Context: an optimization exercise on an open-source flow, tuned for small area, a short achievable clock period and few clock cycles. The choices shown serve that exercise and are no tape-out recipe.
The RTL was checked by simulation tests, not by an equivalence proof against the original design.

==> inputs of v22 <==
## csl_rs_decoder
module csl_rs_decoder (
    input  wire        clk,
    input  wire        rst,
    input  wire        in_valid,
    output wire        in_ready,
    input  wire [7:0]  in_data,
    input  wire        in_last,
    output wire        out_valid,
    input  wire        out_ready,
    output wire        out_uncorr,
    output wire [3:0]  out_nerr,
    output wire [63:0] out_pos,
    output wire [63:0] out_val
);
clock: 10.0 ns
lec_check: 0
cap_margin: 20
core_margin: 2
core_utilization: 40
place_density: 0.6
slew_margin: 20
run.sh (not shown) runs the stock make flow with config.mk's settings and CLKGATE_MAP_FILE= SYNTH_SCRIPT=/design/flow/synth_recipe.tcl, a recipe that flattens the netlist after the stock synthesis.
==> inputs of v6, as changes to v22 <==
- SETUP_SLACK_MARGIN: default -> 5
==> implementation parameters <==
Parameter                              Value

Outcome
  Run status ... finished clean

Route
  Met2 routed wirelength ... 61500 um
  Routed length on met1 ... 63500 um
  Via/cell ratio ... around 5.6

Final layout
  Final design instance area without fill ... between 50000 and 60000 um2
  Area taken by multi-input logic gates ... around 23000 um2
  Multi-input gate share of the layout cell area ... 0.449

GRT
  GR Layer Usage met1 ... 0.325
  Global-route wire length before repair ... between 200000 and 250000 um

Min path
  Destination of the worst hold path ... s3_p[4]
That was v22.
==> implementation parameters <==
Parameter                              Value

Outcome
  Run status ... finished clean

STA
  Number of endpoints with negative hold slack in the final report ... 0
  Worst hold slack across all endpoints ... 0.301 ns

Route
  Via/cell ratio ... approximately 5.6
  Routed length on met1 ... ~63000 um
  Met2 routed wirelength ... between 60000 and 70000 um

Worst setup path
  Worst stage delay on the critical path ... approximately 0.73 ns

Clock tree
  Number of buffers inserted to repair setup after CTS ... 0

Final layout
  Cell type taking the most area ... multi-input gates
  Area taken by flip-flops and latches ... about 22000 um2
  Final design instance area without fill ... 52400 um2
  Multi-input gate share of the layout cell area ... 0.447

GRT
  GR Layer Usage met1 ... 0.327
  Global-route wire length before repair ... 210000 um

Min path
  Destination of the worst hold path ... s3_p[1]

Synth
  Synthesized instance count ... 4753
That was v6.
Testbench counts of v22, summed over its fixed seeds: cycles 72,865.
Testbench counts of v6, summed over its fixed seeds: cycles 72,865.

========
==> inputs of job 7178 <==
csl_rs_decoder, a different RTL version from the one above (not shown whole).
Design csl_rs_decoder, start of the top module:
module csl_rs_decoder (
    input  wire        clk,
    input  wire        rst,
    input  wire        in_valid,
    output wire        in_ready,
    input  wire [7:0]  in_data,
    input  wire        in_last,
    output wire        out_valid,
    input  wire        out_ready,
    output wire        out_uncorr,
    output wire [3:0]  out_nerr,
    output wire [63:0] out_pos,
    output wire [63:0] out_val
);
  function [7:0] gf_mul;
    input [7:0] a;
    input [7:0] b;
    integer k;
    reg [7:0] p;
    reg [7:0] s;
    begin
      p = 8'h00;
      s = a;
      for (k = 0; k < 8; k = k + 1) begin
        if (b[k]) p = p ^ s;
        s = {s[6:0], 1'b0} ^ (s[7] ? 8'h1D : 8'h00);
      end
      gf_mul = p;
    end
  endfunction
  function [3:0] g16_mul;
    input [3:0] a;
    input [3:0] b;
    reg [6:0] p;
    begin
      p = ({7{b[0]}} & {3'b000, a}) ^ ({7{b[1]}} & {2'b00, a, 1'b0}) ^
          ({7{b[2]}} & {1'b0, a, 2'b00}) ^ ({7{b[3]}} & {a, 3'b000});
      g16_mul = p[3:0] ^ {p[6:4], 1'b0} ^ {1'b0, p[6:4]};
    end
  endfunction
  function [3:0] g16_inv;
    input [3:0] a;
    begin
      case (a)
        4'h0: g16_inv = 4'h0;  4'h1: g16_inv = 4'h1;  4'h2: g16_inv = 4'h9;  4'h3: g16_inv = 4'hE;
        4'h4: g16_inv = 4'hD;  4'h5: g16_inv = 4'hB;  4'h6: g16_inv = 4'h7;  4'h7: g16_inv = 4'h6;
        4'h8: g16_inv = 4'hF;  4'h9: g16_inv = 4'h2;  4'hA: g16_inv = 4'hC;  4'hB: g16_inv = 4'h5;
        4'hC: g16_inv = 4'hA;  4'hD: g16_inv = 4'h4;  4'hE: g16_inv = 4'h3;  default: g16_inv = 4'h8;
      endcase
    end
  endfunction
  function [7:0] to_comp;
    input [7:0] x;
    begin
      to_comp = ({8{x[0]}} & 8'd1)  ^ ({8{x[1]}} & 8'd43) ^ ({8{x[2]}} & 8'd64)  ^ ({8{x[3]}} & 8'd33) ^
                ({8{x[4]}} & 8'd50) ^ ({8{x[5]}} & 8'd193) ^ ({8{x[6]}} & 8'd72) ^ ({8{x[7]}} & 8'd22);
    end
  endfunction
  function [7:0] from_comp;
    input [7:0] x;
    begin
      from_comp = ({8{x[0]}} & 8'd1)   ^ ({8{x[1]}} & 8'd78) ^ ({8{x[2]}} & 8'd153) ^ ({8{x[3]}} & 8'd68) ^
                  ({8{x[4]}} & 8'd87)  ^ ({8{x[5]}} & 8'd9)  ^ ({8{x[6]}} & 8'd4)   ^ ({8{x[7]}} & 8'd37);
    end
  endfunction
  function [7:0] gf_div;
    input [7:0] a;
    input [7:0] b;
    reg [7:0] ac, bc;
    reg [3:0] a1, a0, b1, b0, c0, hh, ll, mm, nrm, ni, p1, p0;
    begin
      ac = to_comp(a);
      bc = to_comp(b);
  ...
clock: 10.0 ns
lec_check: 0
cap_margin: 20
core_margin: 2
core_utilization: 55
place_density: 0.65
slew_margin: 20
standard.sh (not shown) runs the stock make flow with config.mk's settings and CLKGATE_MAP_FILE= SYNTH_SCRIPT=/design/flow/synth_recipe.tcl, a recipe that flattens the netlist after the stock synthesis.
==> flow/flow/run.sh <==
#!/bin/bash
set -euo pipefail
bash standard.sh SETUP_SLACK_MARGIN=6.6 "BUFFER_PORTS_ARGS=-buffer_cell sky130_fd_sc_hd__buf_2" finish > layout_make.log 2>&1
==> job 2868 (differences from job 7178) <==
--- a/flow/design.v
+++ b/flow/design.v
@@ -107,14 +107,21 @@
         4'd2: alpha_neg = 8'h47;  4'd3: alpha_neg = 8'hAD;
         4'd4: alpha_neg = 8'hD8;  4'd5: alpha_neg = 8'h6C;
         4'd6: alpha_neg = 8'h36;  4'd7: alpha_neg = 8'h1B;
         default: alpha_neg = 8'h83;
       endcase
     end
   endfunction
+  function [7:0] comp_step;
+    input [7:0] x;
+    input [3:0] i;
+    begin
+      comp_step = to_comp(gf_mul(from_comp(x), alpha_neg(i)));
+    end
+  endfunction
   integer i;
   reg        rdy;           
   reg        iv_q;          
   reg        il_q;
   reg [7:0]  id_q;
   reg [7:0]  acc [0:15];    
   reg        first;         
@@ -128,16 +135,15 @@
                    BM_INIT = 4'd1,
                    BM_DEC1 = 4'd2,
                    BM_DEC2 = 4'd3,
                    BM_PASS = 4'd4,
                    BM_FIN  = 4'd5,
                    BM_OPAS = 4'd6,
                    BM_OFIN = 4'd7,
-                   BM_OWR  = 4'd8,
-                   BM_DONE = 4'd9;
+                   BM_DONE = 4'd8;
   reg [3:0]  bst;
   reg [7:0]  sc   [0:15];   
   reg [7:0]  cp   [0:8];    
   reg [7:0]  bs   [0:8];    
   reg [7:0]  gam;
   reg [7:0]  dlt;           
   reg [7:0]  dacc;          
@@ -166,34 +172,33 @@
       b_rd = b_rd | ({8{bj_oh[i]}} & bs[i]);
     end
     for (i = 0; i < 16; i = i + 1)
       s_rd = s_rd | ({8{ps_oh[i+1]}} & sc[i]);
   end
   wire [7:0] newc  = gf_mul(gam, c_rd) ^ gf_mul(dlt, b_rd);
   wire [7:0] dsum  = dacc ^ gf_mul(pipe, s_rd);
-  wire       d_swap = (dacc != 8'h00) && ({bl, 1'b0} <= {1'b0, br});
+  wire       d_swap = (dlt != 8'h00) && ({bl, 1'b0} <= {1'b0, br});
   wire [4:0] d_lnew = d_swap ? ({1'b0, br} + 5'd1 - {1'b0, bl}) : {1'b0, bl};
   wire [5:0] d_j    = {1'b0, blnew} - {1'b0, bm_m};
   wire [4:0] d_s    = {1'b0, br} - blnew + 5'd1;       
   reg        xfer;           
   reg        cact;           
   reg        cfin;           
-  reg [7:0]  lc   [0:8];
-  reg [7:0]  oc   [0:7];
+  reg [7:0]  lc   [0:8];    
+  reg [7:0]  oc   [0:7];    
   reg [3:0]  c_rem;          
   reg        c_last;         
-  reg        c_good;         
   reg        c_pz;           
+  reg        c_bad;
   reg [7:0]  c_pos;
   reg [3:0]  nfound;
-  reg        s2_v, s2_z;     
-  reg [7:0]  s2_a, s2_b;     
-  reg        s3_v;           
-  reg [3:0]  s3_p1, s3_p0;   
-  reg [3:0]  s3_ni;          
+  reg        s2_v;           
+  reg [3:0]  s2_p1, s2_p0;   
+  reg [3:0]  s2_n;           
+  reg [7:0]  s2_p;
   reg [7:0]  pos_q [0:7];
   reg [7:0]  val_q [0:7];
   reg        ovalid;
   reg        ounc;
   reg [7:0] lam_ev, lam_od, omg_ev;
   always @(*) begin
     lam_ev = 8'h00;
@@ -202,25 +207,27 @@
     for (i = 0; i <= 8; i = i + 1) begin
       if (i % 2 == 1) lam_od = lam_od ^ lc[i];
       else            lam_ev = lam_ev ^ lc[i];
     end
     for (i = 0; i < 8; i = i + 1)
       omg_ev = omg_ev ^ oc[i];
   end
-  wire       root   = s2_v && s2_z;
+  wire       root   = cact && ((lam_ev ^ lam_od) == 8'h00);
   wire       c_stop = (root && c_last) || c_pz;
-  wire [3:0] fy_c0 = s2_b[3:0] ^ s2_b[7:4];
-  wire [3:0] fy_n  = g16_mul(4'hF, g16_mul(s2_b[7:4], s2_b[7:4])) ^ g16_mul(s2_b[3:0], fy_c0);
-  wire [3:0] fy_hh = g16_mul(s2_a[7:4], s2_b[7:4]);
-  wire [3:0] fy_ll = g16_mul(s2_a[3:0], fy_c0);
-  wire [3:0] fy_mm = g16_mul(s2_a[7:4] ^ s2_a[3:0], s2_b[7:4] ^ fy_c0);
-  wire [7:0] fy_val = from_comp({g16_mul(s3_p1, s3_ni), g16_mul(s3_p0, s3_ni)});
-  wire [7:0] fy_pos = c_pos + 8'd2;         
+  wire [7:0] fy_a  = omg_ev;
+  wire [7:0] fy_b  = lam_od;
+  wire [3:0] fy_c0 = fy_b[3:0] ^ fy_b[7:4];
+  wire [3:0] fy_n  = g16_mul(4'hF, g16_mul(fy_b[7:4], fy_b[7:4])) ^ g16_mul(fy_b[3:0], fy_c0);
+  wire [3:0] fy_hh = g16_mul(fy_a[7:4], fy_b[7:4]);
+  wire [3:0] fy_ll = g16_mul(fy_a[3:0], fy_c0);
+  wire [3:0] fy_mm = g16_mul(fy_a[7:4] ^ fy_a[3:0], fy_b[7:4] ^ fy_c0);
+  wire [3:0] fy_ni = g16_inv(s2_n);
+  wire [7:0] fy_val = from_comp({g16_mul(s2_p1, fy_ni), g16_mul(s2_p0, fy_ni)});
   wire       chien_free = !cact && !cfin && !ovalid && !xfer;
-  wire       cdone      = cfin && !cact && !s2_v;    
+  wire       cdone      = cfin && !cact;       
   wire consume    = iv_q && (!il_q || bm_idle);
   wire hand       = iv_q && il_q && bm_idle;
   wire acc_in     = in_valid && rdy;
   wire iv_nx      = acc_in || (iv_q && !consume);
   wire il_nx      = acc_in ? in_last : il_q;
   wire bm_idle_nx = ((bst == BM_DONE) && chien_free) || (bm_idle && !hand);
   always @(posedge clk) begin
@@ -255,24 +262,23 @@
         BM_IDLE: if (hand) bst <= BM_INIT;
         BM_INIT: bst <= BM_DEC1;
         BM_DEC1: bst <= (d_lnew > 5'd8) ? BM_DONE : BM_DEC2;
         BM_DEC2: bst <= BM_PASS;
         BM_PASS: if (bi_oh[0]) bst <= BM_FIN;
         BM_FIN:  bst <= (br == 4'd15) ? ((bl == 4'd0) ? BM_DONE : BM_OPAS) : BM_DEC1;
         BM_OPAS: if (bi_oh[0]) bst <= BM_OFIN;
-        BM_OFIN: bst <= BM_OWR;
-        BM_OWR:  bst <= (bk + 4'd1 == bl) ? BM_DONE : BM_OPAS;
+        BM_OFIN: bst <= (bk + 4'd1 == bl) ? BM_DONE : BM_OPAS;
         BM_DONE: if (chien_free) bst <= BM_IDLE;
         default: bst <= BM_IDLE;
       endcase
     end
     if (hand) begin
       for (i = 0; i < 16; i = i + 1)
         sc[i] <= acc_nx[i];
-      dacc  <= acc_nx[0];
+      dlt   <= acc_nx[0];
       b_nm1 <= cnt;
     end
     for (i = 0; i <= 8; i = i + 1)
       if (wi_oh[i]) cp[i] <= pipe;
     wi_oh <= 9'd0;
     case (bst)
       BM_INIT: begin
@@ -283,15 +289,14 @@
         gam   <= 8'h01;
         bl    <= 4'd0;
         bm_m  <= 5'd1;
         br    <= 4'd0;
         b_unc <= 1'b0;
       end
       BM_DEC1: begin
-        dlt   <= dacc;
         bswap <= d_swap;
         blnew <= d_lnew;
         if (d_lnew > 5'd8) b_unc <= 1'b1;
       end
       BM_DEC2: begin
         bl   <= blnew[3:0];
         for (i = 0; i <= 8; i = i + 1) begin
@@ -317,34 +322,32 @@
             gam  <= dlt;
             bm_m <= 5'd1;
           end else
             bm_m <= bm_m + 5'd1;
         end
       end
       BM_FIN: begin
-        dacc  <= (br == 4'd15) ? 8'h00 : dsum;
+        dlt   <= dsum;
         br    <= br + 4'd1;
         bk    <= 4'd0;
         bk_oh <= 8'd1;
         bi_oh <= 9'd1;
         ps_oh <= 17'd1;
         pipe  <= 8'h00;
+        dacc  <= 8'h00;
       end
       BM_OPAS: begin
         pipe  <= c_rd;
         dacc  <= dsum;
         bi_oh <= {1'b0, bi_oh[8:1]};
         ps_oh <= {ps_oh[15:0], 1'b0};
       end
       BM_OFIN: begin
-        dacc  <= dsum;
-      end
-      BM_OWR: begin
         for (i = 0; i < 8; i = i + 1)
-          if (bk_oh[i]) bs[i] <= dacc;
+          if (bk_oh[i]) bs[i] <= dsum;
         bk    <= bk + 4'd1;
         bk_oh <= {bk_oh[6:0], 1'b0};
         bi_oh <= {bk_oh, 1'b0};
         ps_oh <= 17'd1;
         pipe  <= 8'h00;
         dacc  <= 8'h00;
       end
@@ -353,70 +356,66 @@
   end
   always @(posedge clk) begin
     if (rst) begin
       cact   <= 1'b0;
       cfin   <= 1'b0;
       ovalid <= 1'b0;
       s2_v   <= 1'b0;
-      s3_v   <= 1'b0;
     end else begin
-      s2_v <= cact && !c_stop;
-      s3_v <= root;
+      s2_v <= root;
       if (xfer) begin
         cact <= !b_unc && (bl != 4'd0);
         cfin <= 1'b1;
       end else if (cact) begin
         if (c_stop) cact <= 1'b0;
-      end else if (cdone) begin
+      end else if (cfin) begin
         cfin   <= 1'b0;
         ovalid <= 1'b1;
       end
       if (ovalid && out_ready) ovalid <= 1'b0;
     end
     for (i = 0; i <= 8; i = i + 1)
-      lc[i] <= xfer ? cp[i] : gf_mul(lc[i], alpha_neg(i));
+      lc[i] <= xfer ? to_comp(cp[i]) : comp_step(lc[i], i);
     for (i = 0; i < 8; i = i + 1)
-      oc[i] <= xfer ? bs[i] : gf_mul(oc[i], alpha_neg(i));
+      oc[i] <= xfer ? to_comp(bs[i]) : comp_step(oc[i], i);
     c_pos <= xfer ? b_nm1 : c_pos - 8'd1;
-    s2_z <= ((lam_ev ^ lam_od) == 8'h00);
-    s2_a <= to_comp(omg_ev);
-    s2_b <= to_comp(lam_od);
-    s3_p1 <= fy_mm ^ fy_ll;
-    s3_p0 <= g16_mul(4'hF, fy_hh) ^ fy_ll;
-    s3_ni <= g16_inv(fy_n);
+    c_pz  <= xfer ? 1'b0 : (c_pos == 8'd1);
     if (xfer) begin
       c_rem  <= bl;
       c_last <= (bl == 4'd1);
-      c_good <= !b_unc && (bl == 4'd0);
-      c_pz   <= 1'b0;
+      c_bad  <= b_unc;
       nfound <= 4'd0;
-    end else begin
-      if (cact) c_pz <= (c_pos == 8'd0);
+    end else if (cact) begin
       if (root) begin
         c_rem  <= c_rem - 4'd1;
         c_last <= (c_rem == 4'd2);
         nfound <= nfound + 4'd1;
-        if (c_last) c_good <= 1'b1;
       end
-      if (cdone && !c_good) nfound <= 4'd0;
+      if (c_stop) c_bad <= !(root && c_last);
+    end else if (cdone && c_bad) begin
+      nfound <= 4'd0;
     end
-    if (xfer || (cdone && !c_good)) begin
+    s2_p1 <= fy_mm ^ fy_ll;
+    s2_p0 <= g16_mul(4'hF, fy_hh) ^ fy_ll;
+    s2_n  <= fy_n;
+    s2_p  <= c_pos;
+    if (xfer || (cdone && c_bad)) begin
       for (i = 0; i < 8; i = i + 1) begin
         pos_q[i] <= 8'h00;
         val_q[i] <= 8'h00;
       end
-    end else if (s3_v) begin
-      pos_q[0] <= fy_pos;
+    end else if (s2_v) begin
+      pos_q[0] <= s2_p;
       val_q[0] <= fy_val;
       for (i = 1; i < 8; i = i + 1) begin
         pos_q[i] <= pos_q[i-1];
         val_q[i] <= val_q[i-1];
       end
     end
-    if (cdone) ounc <= !c_good;
+    if (cdone) ounc <= c_bad;
   end
   assign in_ready   = rdy;
   assign out_valid  = ovalid;
   assign out_uncorr = ounc;
   assign out_nerr   = nfound;
   genvar g;
   generate
==> flow/run.sh (new file) <==
#!/bin/bash
# synth_recipe.tcl (not shown) runs the flow's synth.tcl, then flattens the netlist and writes it again
# the make line also repeats each setting of config.mk as NAME=value (left out here)
make -C /OpenROAD-flow-scripts/flow DESIGN_CONFIG=/design/flow/config.mk WORK_HOME=/design/flow/orfs CLKGATE_MAP_FILE= SYNTH_SCRIPT=/design/flow/synth_recipe.tcl finish
- CORE_UTILIZATION: 55 -> 40
- PLACE_DENSITY: 0.65 -> 0.6
removed: flow/flow/run.sh
removed: flow/standard.sh
==> qor summary <==
CTS resizes: job 7178 3; job 2868 0
Result of the run: job 7178 finished clean; job 2868 finished clean
Period utilization: job 7178 32.86%; job 2868 41.06%
Clk cell area share: job 7178 6.841%; job 2868 6.596%
Worst slack at placement: job 7178 6432 ps; job 2868 5896 ps
FF/Latch Area: job 7178 21870 um2; job 2868 21550 um2
Total of plain and repair buffers excluding clock buffers: job 7178 187; job 2868 178
Grt met2 use: job 7178 41.18%; job 2868 32.14%
Critical R2R Capture: job 7178 pipe[5]; job 2868 fy_ni[0]
Half-perimeter wire length after detailed placement: job 7178 75860 um; job 2868 81680 um
Simple-gate share of the synthesized area: job 7178 10.51%; job 2868 10.03%
Proportion of cell area occupied by multi-input gates: job 7178 41.99%; job 2868 42.74%
First DRT Iteration DRCs: job 7178 2583; job 2868 2466
Dpl cell area: job 7178 44340 um2; job 2868 46540 um2
Highest clock rate: job 7178 304.3 MHz; job 2868 243.5 MHz
Detailed-route vias per instance: job 7178 5.592; job 2868 5.206
Number of clock buffers in the layout: job 7178 125; job 2868 133
Capturing element of the worst setup path: job 7178 pipe[5]; job 2868 fy_ni[0]
Number of clock buffers inserted by TritonCTS: job 7178 92; job 2868 95
Share of the yosys chip area belonging to registers: job 7178 50.78%; job 2868 49.01%
Layout cells sized above 1: job 7178 11.14%; job 2868 5.996%
Testbench counts of job 7178, summed over its fixed seeds: cycles 73,265.
Testbench counts of job 2868, summed over its fixed seeds: cycles 73,158.

## port drivers added, routing unchanged
The flow's constraints put no driver on any port. The routed layouts listed below were extracted and timed again, unchanged, in two steps.
Step 1 (the two cells are an assumption about what drives the block):
set clk [get_ports {clk}]
set_driving_cell -lib_cell sky130_fd_sc_hd__clkbuf_16 $clk
set_driving_cell -lib_cell sky130_fd_sc_hd__buf_2 [delete_from_list [all_inputs] $clk]
Step 2 moves the port delays by t, midway between the first and last clock arrival at a register: inputs arrive t later, outputs are due t later. That takes back most of the time a late clock gives input paths.
a / b / c = ideal / step 1 / step 2; a / b = the first two.
run	t, ns	setup slack, ns	clock arrival spread, ns
v22	0.750	5.011 / 5.011 / 5.011	0.037 / 0.037
v6	0.762	5.229 / 5.229 / 5.115	0.095 / 0.096
job 7178	0.706	6.714 / 6.701 / 6.714	0.031 / 0.031
job 2868	0.731	5.894 / 5.894 / 5.894	0.052 / 0.052
After both steps setup and hold are still met in every run listed. The setup slack of v6, which loses most, moves by 0.000 ns with the drivers and by -0.114 ns with both steps.
